Source: an optimization exercise on an open RTL-to-GDS flow (aim: small area, a short achievable clock period and few clock cycles per item). Production flows keep margins and buffers that such runs may drop.
In this exercise RTL edits were held to simulation tests only and were not proved equivalent to the original.
Power and IR drop assume default switching activity.

`flow/config.mk`:
```
export PLATFORM = sky130hd
export DESIGN_NAME = nbs_top
export DESIGN_NICKNAME = nbs_top
export VERILOG_FILES = /design/flow/design.v
export SDC_FILE = /design/flow/constraint.sdc
export NUM_CORES = 4
export LEC_CHECK = 0
export ABC_AREA = 1
export CAP_MARGIN = 20
export CORE_MARGIN = 2
export CORE_UTILIZATION = 60
export CTS_CLUSTER_DIAMETER = 60
export CTS_CLUSTER_SIZE = 20
export SLEW_MARGIN = 20
```
`flow/constraint.sdc`:
```
create_clock -name core_clock -period 25.0 [get_ports {clk}]
set_input_delay 5.0000 -clock core_clock [delete_from_list [all_inputs] [get_ports {clk}]]
set_output_delay 5.0000 -clock core_clock [all_outputs]
set_load 0.01 [all_outputs]
```
`flow/design.v`:
```
module nbs_decode (
    input  wire [5:0] fh,      
    input  wire [7:0] x,
    input  wire [2:0] nzr,
    output wire [7:0] m,
    output wire [4:0] ex,
    output wire       sgn
);
    wire f3 = fh[0], f4 = fh[1], f5 = fh[2], f6 = fh[3], f7 = fh[4], f8 = fh[5];
    assign ex = ({5{f3}} & {1'b0, x[6:3]}) |
                ({5{f4}} & x[6:2]) |
                ({5{f5}} & {2'b0, x[4:2]}) |
                ({5{f6}} & {3'b0, x[4:3]}) |
                ({5{f7}} & {3'b0, x[2:1]});
    wire nz3 = nzr[0];             
    wire nz4 = nzr[0] | x[2];      
    wire nz6 = nzr[1];             
    wire nz5 = nzr[1] | x[2];      
    wire nz7 = nzr[2];             
    assign m[7:4] = {4{f8}} & x[7:4];
    assign m[3]   = (f8 & x[3]) | (f3 & nz3) | (f6 & nz6);
    assign m[2]   = ((f8 | f3 | f6) & x[2]) | (f4 & nz4) | (f5 & nz5);
    assign m[1]   = (~f7 & x[1]) | (f7 & nz7);
    assign m[0]   = x[0];
    assign sgn = (f5 | f6) ? x[5] : f7 ? x[3] : x[7];
endmodule
module nbs_lane (
    input  wire [5:0]  fha,
    input  wire [5:0]  fhb,
    input  wire [7:0]  ma,
    input  wire [4:0]  xa,
    input  wire        sa,
    input  wire [7:0]  mb,
    input  wire [4:0]  xb,
    input  wire        sb,
    input  wire        en,
    input  wire [5:0]  koff,
    output wire [15:0] p,
    output wire [5:0]  sh,
    output wire        p_nan,
    output wire        p_pinf,
    output wire        p_ninf,
    output wire        p_inv,
    output wire        p_negzero    
);
    wire za = (ma == 8'd0);
    wire zb = (mb == 8'd0);
    wire na = (fha[0] & (xa == 5'd15) & (ma[2:0] == 3'd7)) | (fha[1] & (xa == 5'd31) & (ma[1:0] != 2'd0));
    wire nb = (fhb[0] & (xb == 5'd15) & (mb[2:0] == 3'd7)) | (fhb[1] & (xb == 5'd31) & (mb[1:0] != 2'd0));
    wire ia = fha[1] & (xa == 5'd31) & (ma[1:0] == 2'd0);
    wire ib = fhb[1] & (xb == 5'd31) & (mb[1:0] == 2'd0);
    wire psgn     = sa ^ sb;
    wire any_nan  = na | nb;
    wire any_inf  = ia | ib;
    wire inf_zero = !any_nan & ((ia & zb) | (ib & za));
    wire special  = any_nan | any_inf;
    wire keep     = en & !special;
    wire        flip = (sa & !fha[5]) ^ (sb & !fhb[5]);
    wire [15:0] pr;
    nbs_mul8 u_mul (.a(ma), .y(mb), .flip(flip), .p(pr));
    assign p  = pr & {16{keep}};
    assign sh = {1'b0, xa[4:1], xa[0] | (xa == 5'd0)} + {1'b0, xb[4:1], xb[0] | (xb == 5'd0)} + koff;
    assign p_nan     = en & (any_nan | inf_zero);
    assign p_inv     = en & inf_zero;
    assign p_pinf    = en & !any_nan & !inf_zero & any_inf & !psgn;
    assign p_ninf    = en & !any_nan & !inf_zero & any_inf &  psgn;
    assign p_negzero = !en | (!special & (za | zb) & psgn);
endmodule
module nbs_mul8 (
    input  wire [7:0]  a,
    input  wire [7:0]  y,
    input  wire        flip,
    output wire [15:0] p
);
    wire [9:0] ax = {a[7], a[7], a};
    wire [9:0] yb = {y[7], y, 1'b0};
    wire [3:0] ng;
    wire [9:0] pp0, pp1, pp2, pp3;
    genvar i;
    generate
        for (i = 0; i < 4; i = i + 1) begin : g_pp
            wire one = yb[2*i+1] ^ yb[2*i];
            wire two = (yb[2*i+2] & ~yb[2*i+1] & ~yb[2*i]) | (~yb[2*i+2] & yb[2*i+1] & yb[2*i]);
            assign ng[i] = yb[2*i+2] ^ flip;
            wire [9:0] row = (({10{one}} & ax) | ({10{two}} & {ax[8:0], 1'b0})) ^ {10{ng[i]}};
            if (i == 0) assign pp0 = row;
            if (i == 1) assign pp1 = row;
            if (i == 2) assign pp2 = row;
            if (i == 3) assign pp3 = row;
        end
    endgenerate
    wire s1 = pp0[6] ^ pp1[4];
    wire c2 = pp0[6] & pp1[4];
    wire s3 = pp0[7] ^ pp1[5];
    wire c4 = pp0[7] & pp1[5];
    wire s5 = pp0[8] ^ pp1[6];
    wire c6 = pp0[8] & pp1[6];
    wire s7 = ~pp0[9] ^ pp1[7] ^ pp2[5];
    wire c8 = (~pp0[9] & pp1[7]) | (~pp0[9] & pp2[5]) | (pp1[7] & pp2[5]);
    wire s9 = pp1[8] ^ pp2[6];
    wire c10 = pp1[8] & pp2[6];
    wire s11 = pp0[4] ^ pp1[2];
    wire c12 = pp0[4] & pp1[2];
    wire s13 = pp0[5] ^ pp1[3];
    wire c14 = pp0[5] & pp1[3];
    wire s15 = s1 ^ pp2[2] ^ pp3[0];
    wire c16 = (s1 & pp2[2]) | (s1 & pp3[0]) | (pp2[2] & pp3[0]);
    wire s17 = s3 ^ pp2[3] ^ pp3[1];
    wire c18 = (s3 & pp2[3]) | (s3 & pp3[1]) | (pp2[3] & pp3[1]);
    wire s19 = s5 ^ pp2[4] ^ pp3[2];
    wire c20 = (s5 & pp2[4]) | (s5 & pp3[2]) | (pp2[4] & pp3[2]);
    wire s21 = s7 ^ pp3[3] ^ 1'b1;
    wire c22 = (s7 & pp3[3]) | (s7 & 1'b1) | (pp3[3] & 1'b1);
    wire s23 = s9 ^ pp3[4] ^ 1'b1;
    wire c24 = (s9 & pp3[4]) | (s9 & 1'b1) | (pp3[4] & 1'b1);
    wire s25 = ~pp1[9] ^ pp2[7] ^ pp3[5];
    wire c26 = (~pp1[9] & pp2[7]) | (~pp1[9] & pp3[5]) | (pp2[7] & pp3[5]);
    wire s27 = pp2[8] ^ pp3[6];
    wire c28 = pp2[8] & pp3[6];
    wire s29 = pp0[2] ^ pp1[0];
    wire c30 = pp0[2] & pp1[0];
    wire s31 = pp0[3] ^ pp1[1];
    wire c32 = pp0[3] & pp1[1];
    wire s33 = s11 ^ pp2[0] ^ ng[2];
    wire c34 = (s11 & pp2[0]) | (s11 & ng[2]) | (pp2[0] & ng[2]);
    wire s35 = s13 ^ pp2[1] ^ c12;
    wire c36 = (s13 & pp2[1]) | (s13 & c12) | (pp2[1] & c12);
    wire s37 = s15 ^ ng[3] ^ c14;
    wire c38 = (s15 & ng[3]) | (s15 & c14) | (ng[3] & c14);
    wire s39 = s17 ^ c2 ^ c16;
    wire c40 = (s17 & c2) | (s17 & c16) | (c2 & c16);
    wire s41 = s19 ^ c4 ^ c18;
    wire c42 = (s19 & c4) | (s19 & c18) | (c4 & c18);
    wire s43 = s21 ^ c6 ^ c20;
    wire c44 = (s21 & c6) | (s21 & c20) | (c6 & c20);
    wire s45 = s23 ^ c8 ^ c22;
    wire c46 = (s23 & c8) | (s23 & c22) | (c8 & c22);
    wire s47 = s25 ^ c10 ^ c24;
    wire c48 = (s25 & c10) | (s25 & c24) | (c10 & c24);
    wire s49 = s27 ^ 1'b1 ^ c26;
    wire c50 = (s27 & 1'b1) | (s27 & c26) | (1'b1 & c26);
    wire s51 = ~pp2[9] ^ pp3[7] ^ c28;
    wire c52 = (~pp2[9] & pp3[7]) | (~pp2[9] & c28) | (pp3[7] & c28);
    wire s53 = pp3[8] ^ 1'b1;
    wire c54 = pp3[8] & 1'b1;
    wire [15:0] fa_ = {~pp3[9], s53, s51, s49, s47, s45, s43, s41, s39, s37, s35, s33, s31, s29, pp0[1], pp0[0]};
    wire [15:0] fb_ = {c54, c52, c50, c48, c46, c44, c42, c40, c38, c36, c34, c32, c30, ng[1], 1'b0, ng[0]};
    wire [15:0] g0 = fa_ & fb_;
    wire [15:0] p0 = fa_ ^ fb_;
    wire g55 = g0[1] | (p0[1] & g0[0]);
    wire p56 = p0[1] & p0[0];
    wire g57 = g0[3] | (p0[3] & g0[2]);
    wire p58 = p0[3] & p0[2];
    wire g59 = g0[5] | (p0[5] & g0[4]);
    wire p60 = p0[5] & p0[4];
    wire g61 = g0[7] | (p0[7] & g0[6]);
    wire p62 = p0[7] & p0[6];
    wire g63 = g0[9] | (p0[9] & g0[8]);
    wire p64 = p0[9] & p0[8];
    wire g65 = g0[11] | (p0[11] & g0[10]);
    wire p66 = p0[11] & p0[10];
    wire g67 = g0[13] | (p0[13] & g0[12]);
    wire p68 = p0[13] & p0[12];
    wire g69 = g0[15] | (p0[15] & g0[14]);
    wire p70 = p0[15] & p0[14];
    wire g71 = g0[2] | (p0[2] & g55);
    wire p72 = p0[2] & p56;
    wire g73 = g57 | (p58 & g55);
    wire p74 = p58 & p56;
    wire g75 = g0[6] | (p0[6] & g59);
    wire p76 = p0[6] & p60;
    wire g77 = g61 | (p62 & g59);
    wire p78 = p62 & p60;
    wire g79 = g0[10] | (p0[10] & g63);
    wire p80 = p0[10] & p64;
    wire g81 = g65 | (p66 & g63);
    wire p82 = p66 & p64;
    wire g83 = g0[14] | (p0[14] & g67);
    wire p84 = p0[14] & p68;
    wire g85 = g69 | (p70 & g67);
    wire p86 = p70 & p68;
    wire g87 = g0[4] | (p0[4] & g73);
    wire p88 = p0[4] & p74;
    wire g89 = g59 | (p60 & g73);
    wire p90 = p60 & p74;
    wire g91 = g75 | (p76 & g73);
    wire p92 = p76 & p74;
    wire g93 = g77 | (p78 & g73);
    wire p94 = p78 & p74;
    wire g95 = g0[12] | (p0[12] & g81);
    wire p96 = p0[12] & p82;
    wire g97 = g67 | (p68 & g81);
    wire p98 = p68 & p82;
    wire g99 = g83 | (p84 & g81);
    wire p100 = p84 & p82;
    wire g101 = g85 | (p86 & g81);
    wire p102 = p86 & p82;
    wire g103 = g0[8] | (p0[8] & g93);
    wire p104 = p0[8] & p94;
    wire g105 = g63 | (p64 & g93);
    wire p106 = p64 & p94;
    wire g107 = g79 | (p80 & g93);
    wire p108 = p80 & p94;
    wire g109 = g81 | (p82 & g93);
    wire p110 = p82 & p94;
    wire g111 = g95 | (p96 & g93);
    wire p112 = p96 & p94;
    wire g113 = g97 | (p98 & g93);
    wire p114 = p98 & p94;
    wire g115 = g99 | (p100 & g93);
    wire p116 = p100 & p94;
    wire g117 = g101 | (p102 & g93);
    wire p118 = p102 & p94;
    assign p = p0 ^ {g115, g113, g111, g109, g107, g105, g103, g93, g91, g89, g87, g73, g71, g55, g0[0], 1'b0};
endmodule
module nbs_to_a56 (
    input  wire        s,
    input  wire [68:0] x,
    input  wire [2:0]  lz,
    input  wire [3:0]  n,
    input  wire [5:0]  lsb,        
    input  wire        f_nan,
    input  wire        f_pinf,
    input  wire        f_ninf,
    input  wire        f_negzero,
    output reg  [55:0] a56
);
    wire [68:0] nn    = x << lz;
    wire [44:0] w     = nn[68:24] ^ {45{s}};
    wire        g     = nn[23];
    wire        z     = |nn[22:0];
    wire        inc   = s ? (~g | (~z & w[0])) : (g & (z | w[0]));
    wire [45:0] rw;
    nbs_inc45 u_inc (.a(w), .ci(inc), .y(rw));
    wire        carry = rw[45];
    wire [10:0] e0    = 11'd1091 - {5'd0, lsb} - {4'd0, n, lz};
    wire [10:0] e1    = 11'd1092 - {5'd0, lsb} - {4'd0, n, lz};
    wire [10:0] expo  = carry ? e1 : e0;
    wire        zero  = ~s & ~nn[68];
    always @(*) begin
        if (f_nan || (f_pinf && f_ninf))
            a56 = 56'h7F_F800_0000_0000;
        else if (f_pinf)
            a56 = 56'h7F_F000_0000_0000;
        else if (f_ninf)
            a56 = 56'hFF_F000_0000_0000;
        else if (zero)
            a56 = {f_negzero, 55'd0};
        else
            a56 = {s, expo, rw[43:0]};
    end
endmodule
module nbs_add70 (input wire [69:0] a, input wire [69:0] b, output wire [69:0] y);
    wire [69:0] g0 = a & b;
    wire [69:0] p0 = a ^ b;
    wire gg1 = g0[1] | (p0[1] & g0[0]);
    wire pp1 = p0[1] & p0[0];
    wire gg2 = g0[3] | (p0[3] & g0[2]);
    wire pp2 = p0[3] & p0[2];
    wire gg3 = g0[5] | (p0[5] & g0[4]);
    wire pp3 = p0[5] & p0[4];
    wire gg4 = g0[7] | (p0[7] & g0[6]);
    wire pp4 = p0[7] & p0[6];
    wire gg5 = g0[9] | (p0[9] & g0[8]);
    wire pp5 = p0[9] & p0[8];
    wire gg6 = g0[11] | (p0[11] & g0[10]);
    wire pp6 = p0[11] & p0[10];
    wire gg7 = g0[13] | (p0[13] & g0[12]);
    wire pp7 = p0[13] & p0[12];
    wire gg8 = g0[15] | (p0[15] & g0[14]);
    wire pp8 = p0[15] & p0[14];
    wire gg9 = g0[17] | (p0[17] & g0[16]);
    wire pp9 = p0[17] & p0[16];
    wire gg10 = g0[19] | (p0[19] & g0[18]);
    wire pp10 = p0[19] & p0[18];
    wire gg11 = g0[21] | (p0[21] & g0[20]);
    wire pp11 = p0[21] & p0[20];
    wire gg12 = g0[23] | (p0[23] & g0[22]);
    wire pp12 = p0[23] & p0[22];
    wire gg13 = g0[25] | (p0[25] & g0[24]);
    wire pp13 = p0[25] & p0[24];
    wire gg14 = g0[27] | (p0[27] & g0[26]);
    wire pp14 = p0[27] & p0[26];
    wire gg15 = g0[29] | (p0[29] & g0[28]);
    wire pp15 = p0[29] & p0[28];
    wire gg16 = g0[31] | (p0[31] & g0[30]);
    wire pp16 = p0[31] & p0[30];
    wire gg17 = g0[33] | (p0[33] & g0[32]);
    wire pp17 = p0[33] & p0[32];
    wire gg18 = g0[35] | (p0[35] & g0[34]);
    wire pp18 = p0[35] & p0[34];
    wire gg19 = g0[37] | (p0[37] & g0[36]);
    wire pp19 = p0[37] & p0[36];
    wire gg20 = g0[39] | (p0[39] & g0[38]);
    wire pp20 = p0[39] & p0[38];
    wire gg21 = g0[41] | (p0[41] & g0[40]);
    wire pp21 = p0[41] & p0[40];
    wire gg22 = g0[43] | (p0[43] & g0[42]);
    wire pp22 = p0[43] & p0[42];
    wire gg23 = g0[45] | (p0[45] & g0[44]);
    wire pp23 = p0[45] & p0[44];
    wire gg24 = g0[47] | (p0[47] & g0[46]);
    wire pp24 = p0[47] & p0[46];
    wire gg25 = g0[49] | (p0[49] & g0[48]);
    wire pp25 = p0[49] & p0[48];
    wire gg26 = g0[51] | (p0[51] & g0[50]);
    wire pp26 = p0[51] & p0[50];
    wire gg27 = g0[53] | (p0[53] & g0[52]);
    wire pp27 = p0[53] & p0[52];
    wire gg28 = g0[55] | (p0[55] & g0[54]);
    wire pp28 = p0[55] & p0[54];
    wire gg29 = g0[57] | (p0[57] & g0[56]);
    wire pp29 = p0[57] & p0[56];
    wire gg30 = g0[59] | (p0[59] & g0[58]);
    wire pp30 = p0[59] & p0[58];
    wire gg31 = g0[61] | (p0[61] & g0[60]);
    wire pp31 = p0[61] & p0[60];
    wire gg32 = g0[63] | (p0[63] & g0[62]);
    wire pp32 = p0[63] & p0[62];
    wire gg33 = g0[65] | (p0[65] & g0[64]);
    wire pp33 = p0[65] & p0[64];
    wire gg34 = g0[67] | (p0[67] & g0[66]);
    wire pp34 = p0[67] & p0[66];
    wire gg35 = g0[69] | (p0[69] & g0[68]);
    wire pp35 = p0[69] & p0[68];
    wire gg36 = gg2 | (pp2 & gg1);
    wire pp36 = pp2 & pp1;
    wire gg37 = gg4 | (pp4 & gg3);
    wire pp37 = pp4 & pp3;
    wire gg38 = gg6 | (pp6 & gg5);
    wire pp38 = pp6 & pp5;
    wire gg39 = gg8 | (pp8 & gg7);
    wire pp39 = pp8 & pp7;
    wire gg40 = gg10 | (pp10 & gg9);
    wire pp40 = pp10 & pp9;
    wire gg41 = gg12 | (pp12 & gg11);
    wire pp41 = pp12 & pp11;
    wire gg42 = gg14 | (pp14 & gg13);
    wire pp42 = pp14 & pp13;
    wire gg43 = gg16 | (pp16 & gg15);
    wire pp43 = pp16 & pp15;
    wire gg44 = gg18 | (pp18 & gg17);
    wire pp44 = pp18 & pp17;
    wire gg45 = gg20 | (pp20 & gg19);
    wire pp45 = pp20 & pp19;
    wire gg46 = gg22 | (pp22 & gg21);
    wire pp46 = pp22 & pp21;
    wire gg47 = gg24 | (pp24 & gg23);
    wire pp47 = pp24 & pp23;
    wire gg48 = gg26 | (pp26 & gg25);
    wire pp48 = pp26 & pp25;
    wire gg49 = gg28 | (pp28 & gg27);
    wire pp49 = pp28 & pp27;
    wire gg50 = gg30 | (pp30 & gg29);
    wire pp50 = pp30 & pp29;
    wire gg51 = gg32 | (pp32 & gg31);
    wire pp51 = pp32 & pp31;
    wire gg52 = gg34 | (pp34 & gg33);
    wire pp52 = pp34 & pp33;
    wire gg53 = gg37 | (pp37 & gg36);
    wire pp53 = pp37 & pp36;
    wire gg54 = gg39 | (pp39 & gg38);
    wire pp54 = pp39 & pp38;
    wire gg55 = gg41 | (pp41 & gg40);
    wire pp55 = pp41 & pp40;
    wire gg56 = gg43 | (pp43 & gg42);
    wire pp56 = pp43 & pp42;
    wire gg57 = gg45 | (pp45 & gg44);
    wire pp57 = pp45 & pp44;
    wire gg58 = gg47 | (pp47 & gg46);
    wire pp58 = pp47 & pp46;
    wire gg59 = gg49 | (pp49 & gg48);
    wire pp59 = pp49 & pp48;
    wire gg60 = gg51 | (pp51 & gg50);
    wire pp60 = pp51 & pp50;
    wire gg61 = gg54 | (pp54 & gg53);
    wire pp61 = pp54 & pp53;
    wire gg62 = gg56 | (pp56 & gg55);
    wire pp62 = pp56 & pp55;
    wire gg63 = gg58 | (pp58 & gg57);
    wire pp63 = pp58 & pp57;
    wire gg64 = gg60 | (pp60 & gg59);
    wire pp64 = pp60 & pp59;
    wire gg65 = gg62 | (pp62 & gg61);
    wire pp65 = pp62 & pp61;
    wire gg66 = gg64 | (pp64 & gg63);
    wire pp66 = pp64 & pp63;
    wire gg67 = gg66 | (pp66 & gg65);
    wire pp67 = pp66 & pp65;
    wire gg68 = gg63 | (pp63 & gg65);
    wire pp68 = pp63 & pp65;
    wire gg69 = gg55 | (pp55 & gg61);
    wire pp69 = pp55 & pp61;
    wire gg70 = gg57 | (pp57 & gg65);
    wire pp70 = pp57 & pp65;
    wire gg71 = gg59 | (pp59 & gg68);
    wire pp71 = pp59 & pp68;
    wire gg72 = gg38 | (pp38 & gg53);
    wire pp72 = pp38 & pp53;
    wire gg73 = gg40 | (pp40 & gg61);
    wire pp73 = pp40 & pp61;
    wire gg74 = gg42 | (pp42 & gg69);
    wire pp74 = pp42 & pp69;
    wire gg75 = gg44 | (pp44 & gg65);
    wire pp75 = pp44 & pp65;
    wire gg76 = gg46 | (pp46 & gg70);
    wire pp76 = pp46 & pp70;
    wire gg77 = gg48 | (pp48 & gg68);
    wire pp77 = pp48 & pp68;
    wire gg78 = gg50 | (pp50 & gg71);
    wire pp78 = pp50 & pp71;
    wire gg79 = gg52 | (pp52 & gg67);
    wire pp79 = pp52 & pp67;
    wire gg80 = gg3 | (pp3 & gg36);
    wire pp80 = pp3 & pp36;
    wire gg81 = gg5 | (pp5 & gg53);
    wire pp81 = pp5 & pp53;
    wire gg82 = gg7 | (pp7 & gg72);
    wire pp82 = pp7 & pp72;
    wire gg83 = gg9 | (pp9 & gg61);
    wire pp83 = pp9 & pp61;
    wire gg84 = gg11 | (pp11 & gg73);
    wire pp84 = pp11 & pp73;
    wire gg85 = gg13 | (pp13 & gg69);
    wire pp85 = pp13 & pp69;
    wire gg86 = gg15 | (pp15 & gg74);
    wire pp86 = pp15 & pp74;
    wire gg87 = gg17 | (pp17 & gg65);
    wire pp87 = pp17 & pp65;
    wire gg88 = gg19 | (pp19 & gg75);
    wire pp88 = pp19 & pp75;
    wire gg89 = gg21 | (pp21 & gg70);
    wire pp89 = pp21 & pp70;
    wire gg90 = gg23 | (pp23 & gg76);
    wire pp90 = pp23 & pp76;
    wire gg91 = gg25 | (pp25 & gg68);
    wire pp91 = pp25 & pp68;
    wire gg92 = gg27 | (pp27 & gg77);
    wire pp92 = pp27 & pp77;
    wire gg93 = gg29 | (pp29 & gg71);
    wire pp93 = pp29 & pp71;
    wire gg94 = gg31 | (pp31 & gg78);
    wire pp94 = pp31 & pp78;
    wire gg95 = gg33 | (pp33 & gg67);
    wire pp95 = pp33 & pp67;
    wire gg96 = gg35 | (pp35 & gg79);
    wire pp96 = pp35 & pp79;
    wire gg97 = g0[2] | (p0[2] & gg1);
    wire pp97 = p0[2] & pp1;
    wire gg98 = g0[4] | (p0[4] & gg36);
    wire pp98 = p0[4] & pp36;
    wire gg99 = g0[6] | (p0[6] & gg80);
    wire pp99 = p0[6] & pp80;
    wire gg100 = g0[8] | (p0[8] & gg53);
    wire pp100 = p0[8] & pp53;
    wire gg101 = g0[10] | (p0[10] & gg81);
    wire pp101 = p0[10] & pp81;
    wire gg102 = g0[12] | (p0[12] & gg72);
    wire pp102 = p0[12] & pp72;
    wire gg103 = g0[14] | (p0[14] & gg82);
    wire pp103 = p0[14] & pp82;
    wire gg104 = g0[16] | (p0[16] & gg61);
    wire pp104 = p0[16] & pp61;
    wire gg105 = g0[18] | (p0[18] & gg83);
    wire pp105 = p0[18] & pp83;
    wire gg106 = g0[20] | (p0[20] & gg73);
    wire pp106 = p0[20] & pp73;
    wire gg107 = g0[22] | (p0[22] & gg84);
    wire pp107 = p0[22] & pp84;
    wire gg108 = g0[24] | (p0[24] & gg69);
    wire pp108 = p0[24] & pp69;
    wire gg109 = g0[26] | (p0[26] & gg85);
    wire pp109 = p0[26] & pp85;
    wire gg110 = g0[28] | (p0[28] & gg74);
    wire pp110 = p0[28] & pp74;
    wire gg111 = g0[30] | (p0[30] & gg86);
    wire pp111 = p0[30] & pp86;
    wire gg112 = g0[32] | (p0[32] & gg65);
    wire pp112 = p0[32] & pp65;
    wire gg113 = g0[34] | (p0[34] & gg87);
    wire pp113 = p0[34] & pp87;
    wire gg114 = g0[36] | (p0[36] & gg75);
    wire pp114 = p0[36] & pp75;
    wire gg115 = g0[38] | (p0[38] & gg88);
    wire pp115 = p0[38] & pp88;
    wire gg116 = g0[40] | (p0[40] & gg70);
    wire pp116 = p0[40] & pp70;
    wire gg117 = g0[42] | (p0[42] & gg89);
    wire pp117 = p0[42] & pp89;
    wire gg118 = g0[44] | (p0[44] & gg76);
    wire pp118 = p0[44] & pp76;
    wire gg119 = g0[46] | (p0[46] & gg90);
    wire pp119 = p0[46] & pp90;
    wire gg120 = g0[48] | (p0[48] & gg68);
    wire pp120 = p0[48] & pp68;
    wire gg121 = g0[50] | (p0[50] & gg91);
    wire pp121 = p0[50] & pp91;
    wire gg122 = g0[52] | (p0[52] & gg77);
    wire pp122 = p0[52] & pp77;
    wire gg123 = g0[54] | (p0[54] & gg92);
    wire pp123 = p0[54] & pp92;
    wire gg124 = g0[56] | (p0[56] & gg71);
    wire pp124 = p0[56] & pp71;
    wire gg125 = g0[58] | (p0[58] & gg93);
    wire pp125 = p0[58] & pp93;
    wire gg126 = g0[60] | (p0[60] & gg78);
    wire pp126 = p0[60] & pp78;
    wire gg127 = g0[62] | (p0[62] & gg94);
    wire pp127 = p0[62] & pp94;
    wire gg128 = g0[64] | (p0[64] & gg67);
    wire pp128 = p0[64] & pp67;
    wire gg129 = g0[66] | (p0[66] & gg95);
    wire pp129 = p0[66] & pp95;
    wire gg130 = g0[68] | (p0[68] & gg79);
    wire pp130 = p0[68] & pp79;
    assign y = p0 ^ {gg130, gg79, gg129, gg95, gg128, gg67, gg127, gg94, gg126, gg78, gg125, gg93, gg124, gg71, gg123, gg92, gg122, gg77, gg121, gg91, gg120, gg68, gg119, gg90, gg118, gg76, gg117, gg89, gg116, gg70, gg115, gg88, gg114, gg75, gg113, gg87, gg112, gg65, gg111, gg86, gg110, gg74, gg109, gg85, gg108, gg69, gg107, gg84, gg106, gg73, gg105, gg83, gg104, gg61, gg103, gg82, gg102, gg72, gg101, gg81, gg100, gg53, gg99, gg80, gg98, gg36, gg97, gg1, g0[0], 1'b0};
endmodule
module nbs_inc45 (input wire [44:0] a, input wire ci, output wire [45:0] y);
    wire q1 = a[1] & a[0];
    wire q2 = a[3] & a[2];
    wire q3 = a[5] & a[4];
    wire q4 = a[7] & a[6];
    wire q5 = a[9] & a[8];
    wire q6 = a[11] & a[10];
    wire q7 = a[13] & a[12];
    wire q8 = a[15] & a[14];
    wire q9 = a[17] & a[16];
    wire q10 = a[19] & a[18];
    wire q11 = a[21] & a[20];
    wire q12 = a[23] & a[22];
    wire q13 = a[25] & a[24];
    wire q14 = a[27] & a[26];
    wire q15 = a[29] & a[28];
    wire q16 = a[31] & a[30];
    wire q17 = a[33] & a[32];
    wire q18 = a[35] & a[34];
    wire q19 = a[37] & a[36];
    wire q20 = a[39] & a[38];
    wire q21 = a[41] & a[40];
    wire q22 = a[43] & a[42];
    wire q23 = q2 & q1;
    wire q24 = q4 & q3;
    wire q25 = q6 & q5;
    wire q26 = q8 & q7;
    wire q27 = q10 & q9;
    wire q28 = q12 & q11;
    wire q29 = q14 & q13;
    wire q30 = q16 & q15;
    wire q31 = q18 & q17;
    wire q32 = q20 & q19;
    wire q33 = q22 & q21;
    wire q34 = q24 & q23;
    wire q35 = q26 & q25;
    wire q36 = q28 & q27;
    wire q37 = q30 & q29;
    wire q38 = q32 & q31;
    wire q39 = q35 & q34;
    wire q40 = q37 & q36;
    wire q41 = q40 & q39;
    wire q42 = q36 & q39;
    wire q43 = q38 & q41;
    wire q44 = q25 & q34;
    wire q45 = q27 & q39;
    wire q46 = q29 & q42;
    wire q47 = q31 & q41;
    wire q48 = q33 & q43;
    wire q49 = q3 & q23;
    wire q50 = q5 & q34;
    wire q51 = q7 & q44;
    wire q52 = q9 & q39;
    wire q53 = q11 & q45;
    wire q54 = q13 & q42;
    wire q55 = q15 & q46;
    wire q56 = q17 & q41;
    wire q57 = q19 & q47;
    wire q58 = q21 & q43;
    wire q59 = a[2] & q1;
    wire q60 = a[4] & q23;
    wire q61 = a[6] & q49;
    wire q62 = a[8] & q34;
    wire q63 = a[10] & q50;
    wire q64 = a[12] & q44;
    wire q65 = a[14] & q51;
    wire q66 = a[16] & q39;
    wire q67 = a[18] & q52;
    wire q68 = a[20] & q45;
    wire q69 = a[22] & q53;
    wire q70 = a[24] & q42;
    wire q71 = a[26] & q54;
    wire q72 = a[28] & q46;
    wire q73 = a[30] & q55;
    wire q74 = a[32] & q41;
    wire q75 = a[34] & q56;
    wire q76 = a[36] & q47;
    wire q77 = a[38] & q57;
    wire q78 = a[40] & q43;
    wire q79 = a[42] & q58;
    wire q80 = a[44] & q48;
    wire [45:0] c = {q80, q48, q79, q58, q78, q43, q77, q57, q76, q47, q75, q56, q74, q41, q73, q55, q72, q46, q71, q54, q70, q42, q69, q53, q68, q45, q67, q52, q66, q39, q65, q51, q64, q44, q63, q50, q62, q34, q61, q49, q60, q23, q59, q1, a[0], 1'b1} & {46{ci}};
    assign y = {1'b0, a} ^ c;
endmodule
module nbs_top (
    input  wire        clk,
    input  wire        rst,
    input  wire        in_valid,
    output reg         in_ready,
    input  wire [3:0]  in_fmt_a,
    input  wire [3:0]  in_fmt_b,
    input  wire [31:0] in_a,
    input  wire [31:0] in_b,
    input  wire [3:0]  in_lanes,
    input  wire        in_last,
    output reg         out_valid,
    input  wire        out_ready,
    output reg  [55:0] out_sum,
    output reg         out_invalid
);
    function [5:0] onehot(input [3:0] f);
        onehot = {f == 4'h8, f == 4'h7, f == 4'h6, f == 4'h5, f == 4'h4, f == 4'h3};
    endfunction
    function [5:0] offs(input [5:0] fh);
        offs = ({6{fh[0]}} & 6'd14) | ({6{fh[2]}} & 6'd23) | ({6{fh[3]}} & 6'd26) |
               ({6{fh[4]}} & 6'd28) | ({6{fh[5]}} & 6'd24);
    endfunction
    function [5:0] lsb_exp(input [5:0] fh);
        lsb_exp = ({6{fh[0]}} & 6'd23) | ({6{fh[1]}} & 6'd16) | ({6{fh[2]}} & 6'd27) |
                  ({6{fh[3]}} & 6'd29) | ({6{fh[4]}} & 6'd29) | ({6{fh[5]}} & 6'd24);
    endfunction
    wire take = in_valid & in_ready & !rst;
    wire [5:0] ifa = onehot(in_fmt_a);
    wire [5:0] ifb = onehot(in_fmt_b);
    reg [5:0]  fha, fhb;
    reg [31:0] a0, b0;
    reg [3:0]  ln0;
    reg        last0;
    function [2:0] nzr(input [7:0] x);
        nzr = {|x[2:1], |x[4:3], |x[6:3]};
    endfunction
    genvar g;
    always @(posedge clk) begin
        fha   <= ifa;
        a0    <= in_a;
        b0    <= in_b;
        fhb   <= ifb;
        ln0   <= in_lanes & {4{take}};
        last0 <= in_last & take;
    end
    wire [5:0] koff0 = offs(fha) + offs(fhb) - 6'd2;
    wire [15:0] p  [0:3];
    wire [5:0]  sh [0:3];
    wire [3:0]  l_nan, l_pinf, l_ninf, l_inv, l_negzero;
    generate
        for (g = 0; g < 4; g = g + 1) begin : g_lane
            wire [7:0] ma, mb;
            wire [4:0] xa, xb;
            wire       sa, sb;
            nbs_decode u_da (.fh(fha), .x(a0[8*g +: 8]), .nzr(nzr(a0[8*g +: 8])), .m(ma), .ex(xa), .sgn(sa));
            nbs_decode u_db (.fh(fhb), .x(b0[8*g +: 8]), .nzr(nzr(b0[8*g +: 8])), .m(mb), .ex(xb), .sgn(sb));
            nbs_lane u_lane (
                .fha(fha), .fhb(fhb),
                .ma(ma), .xa(xa), .sa(sa),
                .mb(mb), .xb(xb), .sb(sb),
                .en(ln0[g]), .koff(koff0),
                .p(p[g]), .sh(sh[g]),
                .p_nan(l_nan[g]), .p_pinf(l_pinf[g]), .p_ninf(l_ninf[g]),
                .p_inv(l_inv[g]), .p_negzero(l_negzero[g])
            );
        end
    endgenerate
    reg [15:0] p1 [0:3];
    reg [5:0]  sh1 [0:3];
    reg        v1, last1, nan1, pinf1, ninf1, inv1, negzero1;
    reg [5:0]  eb1;         
    integer i;
    always @(posedge clk) begin
        for (i = 0; i < 4; i = i + 1) begin
            p1[i]  <= p[i];
            sh1[i] <= sh[i];
        end
        v1       <= !rst & (|ln0);
        last1    <= !rst & last0;
        nan1     <= |l_nan;
        pinf1    <= |l_pinf;
        ninf1    <= |l_ninf;
        inv1     <= |l_inv;
        negzero1 <= &l_negzero;
        eb1      <= lsb_exp(fha) + lsb_exp(fhb);
    end
    wire [69:0] r [0:3];
    generate
        for (g = 0; g < 4; g = g + 1) begin : g_align
            wire [63:0] al = {{48{p1[g][15]}}, p1[g]} << sh1[g];
            assign r[g] = {{6{p1[g][15]}}, al};
        end
    endgenerate
    reg         open2;       
    reg         done2;       
    reg  [69:0] acc_s, acc_c;
    reg         nan2, pinf2, ninf2, inv2, negzero2;
    reg  [5:0]  eb2;
    reg         cv_full;
    reg         cv_step;
    wire        cv_move = cv_full & !cv_step & !out_valid;
    wire        a_move  = done2 & !cv_full;
    wire        keep    = open2 | (done2 & cv_full);
    wire [69:0] ks  = acc_s & {70{keep}};
    wire [69:0] kc  = acc_c & {70{keep}};
    wire [69:0] s1a = r[0] ^ r[1] ^ r[2];
    wire [69:0] c1a = {(r[0][68:0] & r[1][68:0]) | (r[0][68:0] & r[2][68:0]) | (r[1][68:0] & r[2][68:0]), 1'b0};
    wire [69:0] s1b = r[3] ^ ks ^ kc;
    wire [69:0] c1b = {(r[3][68:0] & ks[68:0]) | (r[3][68:0] & kc[68:0]) | (ks[68:0] & kc[68:0]), 1'b0};
    wire [69:0] s2  = s1a ^ c1a ^ s1b;
    wire [69:0] c2  = {(s1a[68:0] & c1a[68:0]) | (s1a[68:0] & s1b[68:0]) | (c1a[68:0] & s1b[68:0]), 1'b0};
    wire [69:0] s3  = s2 ^ c2 ^ c1b;
    wire [69:0] c3  = {(s2[68:0] & c2[68:0]) | (s2[68:0] & c1b[68:0]) | (c2[68:0] & c1b[68:0]), 1'b0};
    always @(posedge clk) begin
        acc_s    <= s3;
        acc_c    <= c3;
        nan2     <= (keep & nan2)  | nan1;
        pinf2    <= (keep & pinf2) | pinf1;
        ninf2    <= (keep & ninf2) | ninf1;
        inv2     <= (keep & inv2)  | inv1;
        negzero2 <= (!keep | negzero2) & negzero1;
        if (v1 & last1)
            eb2 <= eb1;
        if (rst) begin
            open2 <= 1'b0;
            done2 <= 1'b0;
        end else begin
            if (v1)
                open2 <= !last1;
            done2 <= (v1 & last1) | (done2 & !a_move);
        end
    end
    wire [69:0] acc;
    nbs_add70 u_add (.a(acc_s), .b(acc_c), .y(acc));    
    function [2:0] lzc8(input [7:0] t, input last);
        begin
            casez (t)
                8'b1???????: lzc8 = 3'd0;
                8'b01??????: lzc8 = 3'd1;
                8'b001?????: lzc8 = 3'd2;
                8'b0001????: lzc8 = 3'd3;
                8'b00001???: lzc8 = 3'd4;
                8'b000001??: lzc8 = 3'd5;
                8'b0000001?: lzc8 = 3'd6;
                default:     lzc8 = 3'd7;
            endcase
            if (last && lzc8 > 3'd4)
                lzc8 = 3'd4;
        end
    endfunction
    reg         cv_s, cv_nan, cv_pinf, cv_ninf, cv_inv, cv_negzero;
    reg  [68:0] cv_x;
    reg  [3:0]  cv_n;
    reg  [2:0]  cv_lz;
    reg  [5:0]  cv_e;
    wire [7:0]  ld_t  = acc[68:61] ^ {8{acc[69]}};
    wire [7:0]  sh_t  = cv_x[60:53] ^ {8{cv_s}};
    wire        sh_last = (cv_n == 4'd7);
    always @(posedge clk) begin
        if (a_move) begin
            cv_s       <= acc[69];
            cv_x       <= acc[68:0];
            cv_n       <= 4'd0;
            cv_lz      <= lzc8(ld_t, 1'b0);
            cv_step    <= (ld_t == 8'd0);
            cv_e       <= eb2;
            cv_nan     <= nan2;
            cv_pinf    <= pinf2;
            cv_ninf    <= ninf2;
            cv_inv     <= inv2;
            cv_negzero <= negzero2;
        end else if (cv_step) begin
            cv_x       <= {cv_x[60:0], 8'd0};
            cv_n       <= cv_n + 4'd1;
            cv_lz      <= lzc8(sh_t, sh_last);
            cv_step    <= (sh_t == 8'd0) & !sh_last;
        end
        if (rst)
            cv_full <= 1'b0;
        else
            cv_full <= a_move | (cv_full & !cv_move);
    end
    wire [55:0] a56;
    nbs_to_a56 u_cvt (
        .s(cv_s), .x(cv_x), .n(cv_n), .lz(cv_lz), .lsb(cv_e),
        .f_nan(cv_nan), .f_pinf(cv_pinf), .f_ninf(cv_ninf), .f_negzero(cv_negzero),
        .a56(a56)
    );
    always @(posedge clk) begin
        if (cv_move) begin
            out_sum     <= a56;
            out_invalid <= cv_inv | (!cv_nan & cv_pinf & cv_ninf);
        end
        if (rst)
            out_valid <= 1'b0;
        else
            out_valid <= cv_move | (out_valid & !out_ready);
    end
    reg  [1:0] pend;
    wire       cv_full_nx   = a_move | (cv_full & !cv_move);
    wire       cv_step_nx   = a_move ? (ld_t == 8'd0) : cv_step ? ((sh_t == 8'd0) & !sh_last) : cv_step;
    wire       out_valid_nx = cv_move | (out_valid & !out_ready);
    wire [1:0] pend_nx = pend + {1'b0, take & in_last} - {1'b0, cv_move};
    always @(posedge clk) begin
        if (rst) begin
            pend     <= 2'd0;
            in_ready <= 1'b1;
        end else begin
            pend     <= pend_nx;
            in_ready <= (pend_nx < 2'd2) | (cv_full_nx & !cv_step_nx & !out_valid_nx);
        end
    end
endmodule
```
`flow/flow/run.sh`:
```
#!/bin/bash
# The standard layout (the standard.sh: standard synthesis, ORFS floorplan
# to final), with one change: the buffers ORFS puts on every input and output
# port are sky130_fd_sc_hd__buf_4 instead of the cell buffer_ports picks itself.
set -euo pipefail
export BUFFER_PORTS_ARGS="-buffer_cell sky130_fd_sc_hd__buf_4"
bash standard.sh > standard_make.log 2>&1
```
`flow/standard.sh`:
```
#!/bin/bash
# synth_recipe.tcl (not shown) runs the flow's synth.tcl, then flattens the netlist and writes it again
# the make line also repeats each setting of config.mk as NAME=value (left out here)
make -C /OpenROAD-flow-scripts/flow DESIGN_CONFIG=/design/flow/config.mk WORK_HOME=/design/flow/orfs CLKGATE_MAP_FILE= SYNTH_SCRIPT=/design/flow/synth_recipe.tcl "${@:-finish}"
```
==> results of run 1 <==
==> flip-flops by register name (all words and copies together) (netlist names), 2 cells and up <==
register,flops
fhb,6
sh1,24
fha,6
cv_lz,3
p1,64
cv_x,69
eb1,6
acc_s,70
out_sum,56
b0,32
ln0,4
acc_c,68
a0,32
cv_n,4
cv_e,6
pend,2
eb2,6
==> per-layer routing <==
metal | part of all wire [%] | vias up
met5 | 0 | -
met4 | 5.2 | 0
met3 | 6.4 | 296
met2 | 46 | 1423
met1 | 42 | 18100
li1 | - | 18900
==> power breakdown <==
group / switching, µW / internal (µW)
logic: 2490 / 1320
registers: 155 / 988
clock network: 386 / 423
==> final timing paths <==
kind,endpoint,depth (start not counted),startpoint
setup / recovery,out_valid,1,out_valid
hold / removal,last1,2,last0
setup reg to reg,p1[1][14],21,fha[4]
hold reg to reg,last1,2,last0
==> cell families after synthesis <==
group / synth area share, %
compound gates: 12.4
fa+ha+maj: 24.0
simple gates: 22.1
xor+xnor: 5.32
flops: 25.1
mux: 0.495
buf+inv: 10.6
==> synth_stat cells, types with 22 or more instances <==
library cell               count
sky130_fd_sc_hd__a22oi_1      27
sky130_fd_sc_hd__nor3_1       68
sky130_fd_sc_hd__edfxtp_1    147
sky130_fd_sc_hd__o22ai_1     129
sky130_fd_sc_hd__ha_1        228
sky130_fd_sc_hd__a21o_1       28
sky130_fd_sc_hd__nor2_1      528
sky130_fd_sc_hd__fa_1        390
sky130_fd_sc_hd__dfxtp_1     337
sky130_fd_sc_hd__o21ai_0     518
sky130_fd_sc_hd__inv_1       956
sky130_fd_sc_hd__xnor2_1      94
sky130_fd_sc_hd__nand2_1    1220
sky130_fd_sc_hd__nand3_1     343
sky130_fd_sc_hd__clkbuf_1    146
sky130_fd_sc_hd__buf_2        34
sky130_fd_sc_hd__nand4_1      54
sky130_fd_sc_hd__a21oi_1     168
sky130_fd_sc_hd__or2_2        35
sky130_fd_sc_hd__mux2i_1      22
sky130_fd_sc_hd__xor2_1      148
sky130_fd_sc_hd__a31oi_1      27
==> stage by stage <==
stage,hold WS (ns),util [%],instances
after floorplan,0.382,-,5903
after global placement,0.387,62.8,6810
after detailed placement,0.393,62.8,6810
after CTS,0.406,65.2,6902
after global routing,0.416,65.3,6902
final,0.406,65.3,6902
==> layout make-up <==
class                           count  area [µm²]
Multi-Input combinational cell   4209       28600
Sequential cell                   484       11200
Fill cell                        6591       25400
Clock buffer                       55        1290
Inverter                          991        3730
Timing Repair Buffer              167        1250
Tap cell                          959        1200
Clock inverter                     37         502
==> load_flow_metrics.sql, run 1 <==
INSERT INTO impl_metrics (metric_group, metric, value, unit) VALUES
('run_status', 'status', 'finished clean', ''),
('logic_synthesis', 'syn-instance-count', '5903', ''),
('setup_path', 'max_stage_delay', '0.41', 'ns'),
('pwr', 'p_leak', '0.0229', 'µW'),
('floorplanning', 'num_io_pins', '140', ''),
('logic_synthesis', 'postSynthAreaPerCell', '7.54', 'µm²'),
('finish', 'fin_nets', '6601', ''),
('floorplanning', 'die_area', '76300', 'µm²'),
('logic_synthesis', 'synthDominantCellAreaShare', '17.5', '%'),
('global_routing', 'antenna_found_initial', '0', ''),
('sta', 'drv_slew', '0', ''),
('logic_synthesis', 'synthesis.area', '44500', 'µm²'),
('sta', 'setup-tns-final', '0', 'ns'),
('setup_path', 'kind_of_end_point_of_the_critical_path', 'output port', ''),
('sta', 'hold_viol_final', '0', ''),
('setup_path', 'setup.worst_path.start_class', 'flip-flop', ''),
('setup_path', 'timing.critical_path.buf_inv', '1', ''),
('pwr', 'vdd_ir_drop_max', '0.0947', 'mV'),
('hold_path', 'hold_path.class', 'reg -> reg', ''),
('floorplanning', 'placement_row_count', '99', ''),
('route', 'detail-route-antenna-nets', '0', ''),
('sta', 'min_period_over_period', '24.9', '%'),
('setup_path', 'cell_chain_critical_path', 'buf_4', ''),
('sta', 'worstMarginPinSlew', '1.10', 'ns'),
('sta', 'clock_tree_skew_after_final_layout', '0.0633', 'ns'),
('setup_path', 'crit_path_top_delay_cell', 'sky130_fd_sc_hd__dfxtp_1', ''),
('finish', 'mostFrequentLayoutCells', 'sky130_fd_sc_hd__nand2_1, sky130_fd_sc_hd__inv_1, sky130_fd_sc_hd__nor2_1', ''),
('route', 'routed_via_density', '5.61', ''),
('sta', 'setup_repair_after_global_routing_missed_its_margin', 'false', ''),
('global_routing', 'grt.met1_usage', '45.6', '%'),
('global_routing', 'global_route_wire_length_before_repair', '204', 'mm'),
('cts', 'clock_tree.buffer_depth', '3', ''),
('finish', 'mostFrequentLayoutCell', 'sky130_fd_sc_hd__nand2_1', ''),
('cts', 'cts_max_level', '2', ''),
('route', 'routed_via_count', '38700', ''),
('cts', 'clock-sinks', '484', ''),
('floorplanning', 'coreArea', '73200', 'µm²'),
('cts', 'cts_root_buffer', 'sky130_fd_sc_hd__clkbuf_16', ''),
('cts', 'post-cts-setup-buffer-count', '0', ''),
('logic_synthesis', 'synth_fp_nets', '6602', ''),
('floorplanning', 'start_util', '60.8', '%'),
('floorplanning', 'dieWidth', '276', 'µm'),
('setup_path', 'worst_path_dominant_cell_family', 'flip-flops', ''),
('logic_synthesis', 'netlist-cell-type-count', '63', ''),
('logic_synthesis', 'ys.flop_type', 'sky130_fd_sc_hd__dfxtp_1', ''),
('logic_synthesis', 'ys_seq_elements', '484', ''),
('sta', 'max_freq', '161', 'MHz'),
('finish', 'final_area', '47800', 'µm²'),
('sta', 'report.final.setup_viol', '0', ''),
('global_routing', 'grt.overflow.total', '0', ''),
('route', 'drt_pre_antenna_iters', '8', ''),
('finish', 'diodes', '0', ''),
('place', 'dpl.hpwl', '105', 'mm'),
('global_routing', 'grt_pass1_vias', '36500', ''),
('route', 'postRouteWirelength', '130', 'mm'),
('route', 'route.detailed.wl_per_inst', '18.8', 'µm'),
('logic_synthesis', 'synth_enable_flop_cells', '147', ''),
('place', 'place.gp.congestion', '1.05', ''),
('finish', 'drive_above_1_share', '6.41', '%'),
('cts', 'cts_hold_buf', '0', ''),
('logic_synthesis', 'synth.yosys.seq_area_share', '25.1', '%'),
('setup_path', 'rrSetupSlack', '19.24', 'ns'),
('route', 'drt_iter0_drc', '3871', ''),
('pwr', 'design_power', '5760', 'µW'),
('logic_synthesis', 'netlist.top_cell.by_area', 'sky130_fd_sc_hd__fa_1', ''),
('setup_path', 'timing_worst_setup_path_type', 'reg -> out', ''),
('place', 'placed_area', '46000', 'µm²'),
('sta', 'max_slew_headroom_at_the_worst_pin', '26.6', '%'),
('logic_synthesis', 'synth_async_sr_flop_share', '0', '%'),
('cts', 'post_cts_resize_count', '0', ''),
('global_routing', 'grt-busiest-layer', 'met2', '');
Testbench counts, summed over its fixed seeds: cycles 30,534, blocks 4,000.
==> run 2: changes to the inputs <==
--- a/flow/config.mk
+++ b/flow/config.mk
@@ -8,7 +8,5 @@
 export ABC_AREA = 1
 export CAP_MARGIN = 20
 export CORE_MARGIN = 2
-export CORE_UTILIZATION = 60
-export CTS_CLUSTER_DIAMETER = 60
-export CTS_CLUSTER_SIZE = 20
+export CORE_UTILIZATION = 40
 export SLEW_MARGIN = 20
==> load_flow_metrics.sql, run 2 <==
INSERT INTO impl_metrics (metric_group, metric, value, unit) VALUES
('cts', 'cts_max_level', '2', ''),
('finish', 'largest_registers', 'acc_s (70), cv_x (69), acc_c (68)', ''),
('logic_synthesis', 'ys_seq_elements', '484', ''),
('sta', 'worstMarginPinSlew', '1.18', 'ns'),
('logic_synthesis', 'ys_warn_count', '6', ''),
('finish', 'max_reg_flops', '70', ''),
('hold_path', 'hold_path.class', 'reg -> reg', ''),
('setup_path', 'kind_of_end_point_of_the_critical_path', 'output port', ''),
('setup_path', 'timing.critical_path.buf_inv', '1', ''),
('route', 'drt_iter0_drc', '2456', ''),
('setup_path', 'worst_ep_required_time', '20.00', 'ns'),
('sta', 'min_period_over_period', '24.8', '%'),
('setup_path', 'max_stage_delay', '0.38', 'ns'),
('route', 'routed_via_density', '5.07', ''),
('pwr', 'design_power', '5860', 'µW'),
('sta', 'max_freq', '161', 'MHz'),
('sta', 'max_slew_headroom_at_the_worst_pin', '20.3', '%'),
('global_routing', 'antenna_found_initial', '1', ''),
('logic_synthesis', 'synth_enable_flop_cells', '147', ''),
('setup_path', 'worst_path_dominant_cell_family', 'flip-flops', ''),
('finish', 'mostFrequentLayoutCell', 'sky130_fd_sc_hd__nand2_1', ''),
('place', 'dpl.hpwl', '112', 'mm'),
('cts', 'post_cts_resize_count', '0', ''),
('pwr', 'vdd_ir_drop_max', '0.0713', 'mV'),
('finish', 'mostFrequentLayoutCells', 'sky130_fd_sc_hd__nand2_1, sky130_fd_sc_hd__inv_1, sky130_fd_sc_hd__nor2_1', ''),
('cts', 'cts_root_buffer', 'sky130_fd_sc_hd__clkbuf_16', ''),
('cts', 'post-cts-setup-buffer-count', '0', ''),
('place', 'place.gp.congestion', '0.992', ''),
('logic_synthesis', 'netlist-cell-type-count', '63', ''),
('pwr', 'powerDensity', '120', 'nW/µm²'),
('logic_synthesis', 'ranking_of_synthesized_cells_by_area', 'sky130_fd_sc_hd__fa_1, sky130_fd_sc_hd__dfxtp_1, sky130_fd_sc_hd__nand2_1', ''),
('route', 'residual_drc', '0', ''),
('logic_synthesis', 'ys.flop_type', 'sky130_fd_sc_hd__dfxtp_1', ''),
('cts', 'cts_buffers', '59', ''),
('run_status', 'status', 'finished clean', ''),
('route', 'route.detailed.wl_per_inst', '18.2', 'µm'),
('finish', 'reg_with_most_ffs', 'acc_s', ''),
('setup_path', 'crit_path_top_delay_cell', 'sky130_fd_sc_hd__dfxtp_1', ''),
('route', 'detail-route-antenna-nets', '0', ''),
('route', 'routed_via_count', '37800', ''),
('logic_synthesis', 'synthDominantCellAreaShare', '17.5', '%'),
('setup_path', 'cell_chain_critical_path', 'buf_4', ''),
('floorplanning', 'dieWidth', '338', 'µm'),
('logic_synthesis', 'synth.yosys.seq_area_share', '25.1', '%'),
('finish', 'regArea', '11200', 'µm²'),
('floorplanning', 'placement_row_count', '122', ''),
('logic_synthesis', 'post_synth_most_frequent_cells', 'sky130_fd_sc_hd__nand2_1, sky130_fd_sc_hd__inv_1, sky130_fd_sc_hd__nor2_1', ''),
('setup_path', 'timing_worst_setup_path_type', 'reg -> out', ''),
('logic_synthesis', 'most_instantiated_library_cell_after_synthesis', 'sky130_fd_sc_hd__nand2_1', ''),
('cts', 'cts_hold_buf', '0', ''),
('finish', 'synthToLayoutAreaGrowth', '9.61', '%'),
('global_routing', 'pin_count_of_the_biggest_net_entering_global_routing', '101', ''),
('finish', 'fin_nets', '6617', ''),
('finish', 'fillCellCount', '11300', ''),
('setup_path', 'setup.worst_path.start_class', 'flip-flop', ''),
('global_routing', 'grt.overflow.total', '0', ''),
('cts', 'clock_tree.buffer_depth', '3', ''),
('route', 'postRouteWirelength', '136', 'mm'),
('place', 'port_buffers', '139', ''),
('floorplanning', 'start_util', '40.3', '%'),
('sta', 'report.final.setup_viol', '0', ''),
('logic_synthesis', 'synth_async_sr_flop_share', '0', '%'),
('cts', 'clock-sinks', '484', ''),
('floorplanning', 'die_height', '338', 'µm'),
('sta', 'setup_repair_after_global_routing_missed_its_margin', 'false', ''),
('sta', 'hold_viol_final', '0', ''),
('logic_synthesis', 'postSynthAreaPerCell', '7.54', 'µm²'),
('logic_synthesis', 'netlist.top_cell.by_area', 'sky130_fd_sc_hd__fa_1', ''),
('setup_path', 'crit_path_max_fanout', '4', ''),
('sta', 'setup-tns-final', '0', 'ns'),
('logic_synthesis', 'synthesis.area', '44500', 'µm²'),
('job', 'max-cap-violations', '0', ''),
('global_routing', 'grt_usage', '24.3', '%'),
('cts', 'clk_pin_slew_worst_paths', '0.06', 'ns'),
('logic_synthesis', 'syn-instance-count', '5903', ''),
('finish', 'multiInputGateArea', '28600', 'µm²'),
('floorplanning', 'coreArea', '111000', 'µm²'),
('sta', 'drv_slew', '0', ''),
('global_routing', 'global_route_wire_length_before_repair', '213', 'mm'),
('floorplanning', 'die_area', '114000', 'µm²'),
('sta', 'period_needed', '6.21', 'ns'),
('setup_path', 'crit_arrival', '1.21', 'ns'),
('finish', 'drive_above_1_share', '6.63', '%'),
('floorplanning', 'num_io_pins', '140', ''),
('sta', 'worst_case_hold_slack', '0.387', 'ns'),
('logic_synthesis', 'synth_fp_nets', '6602', ''),
('global_routing', 'grt_pass1_vias', '36900', ''),
('cts', 'cts_tree', 'built', ''),
('route', 'drt_pre_antenna_iters', '6', ''),
('sta', 'clock_tree_skew_after_final_layout', '0.0407', 'ns'),
('pwr', 'p_leak', '0.0230', 'µW'),
('cts', 'clock_latency', '0.70', 'ns');
==> run 2: cell counts after synthesis <==
Identical to the previous run, type by type.
==> run 2: report_power, final <==
part	internal [µW]	switching (µW)
sequential	989	144
combinational	1330	2480
clock	543	375
==> run 2: kinds of logic (layout without fill, tap and decap cells) <==
logic type	Yosys count	in the layout	synth area share, %
flip-flops	484	484	25.1
other	0	1	0
AO/OA/AOI/OAI	990	990	12.4
AND/OR/NAND/NOR	2328	2328	22.1
XOR/XNOR	251	251	5.32
multiplexers	22	22	0.495
adder cells (fa/ha/maj)	618	618	24.0
buffers and inverters	1210	1276	10.6
==> run 2: final cells by class <==
cell class	count	share of cell area (%)
Clock inverter	43	1.10
Clock buffer	69	3.19
Inverter	991	7.64
Tap cell	1488	3.82
Sequential cell	484	22.9
Multi-Input combinational cell	4209	58.7
Timing Repair Buffer	173	2.66
Antenna cell	1	0.00513
==> run 2: metal layers <==
layer	GRT usage [%]	vias to the layer above	routed length (µm)
met2	40.4	984	62800
met5	0	-	0
li1	-	18900	-
met4	10.7	0	6480
met1	31.6	17700	59900
met3	2.76	206	6660
==> run 2: path summary, 6_finish.rpt <==
| path | to | cells after the start | startpoint | slack (ns) |
|---|---|---|---|---|
| worst max-delay path | out_valid | 1 | out_valid | 18.79 |
| worst min-delay path | eb2[0] | 0 | eb1[0] | 0.39 |
| worst max register to register | p1[1][8] | 24 | fhb[0] | 19.44 |
| worst min register to register | eb2[0] | 0 | eb1[0] | 0.39 |
==> run 2: metrics by stage <==
step	utilization (%)	instances	setup slack, ns	cell area (µm²)
2_1_floorplan	-	5903	18.72	44500
3_3_place_gp	42.2	7345	18.62	46700
3_5_place_dp	42.2	7345	18.63	46700
4_1_cts	44.1	7457	18.73	48800
5_1_grt	44.1	7457	18.73	48800
6_report	44.1	7458	18.79	48800

## re-timing with driven ports
How much do the figures lean on ideal ports? The routed layouts below were timed once more, with nothing changed but the port constraints. Step 1 sets driving cells, clkbuf_16 on the clock port and buf_2 on the other inputs (assumed; they add their load-dependent delay and slew). Step 2, shift: input delay + t, output delay - t, t = (earliest + latest rising clock arrival at the registers) / 2. This alone moves slack from input paths to output paths. Three values: ideal ports, drivers, drivers and shift; two values: the first two.
run	t, ns	setup slack, ns	hold WS [ns]	worst data-port slew with drivers (ns)	cell pins on the clock port's net
run 1	0.695	18.778 / 18.708 / 18.667	0.406 / 0.406 / 0.406	0.07	1
run 2	0.748	18.792 / 18.722 / 18.646	0.387 / 0.387 / 0.387	0.05	1
After both steps setup and hold are still met in every run listed. For run 2, which loses most, drivers alone change the setup slack by -0.070 ns; drivers and shift together by -0.146 ns.
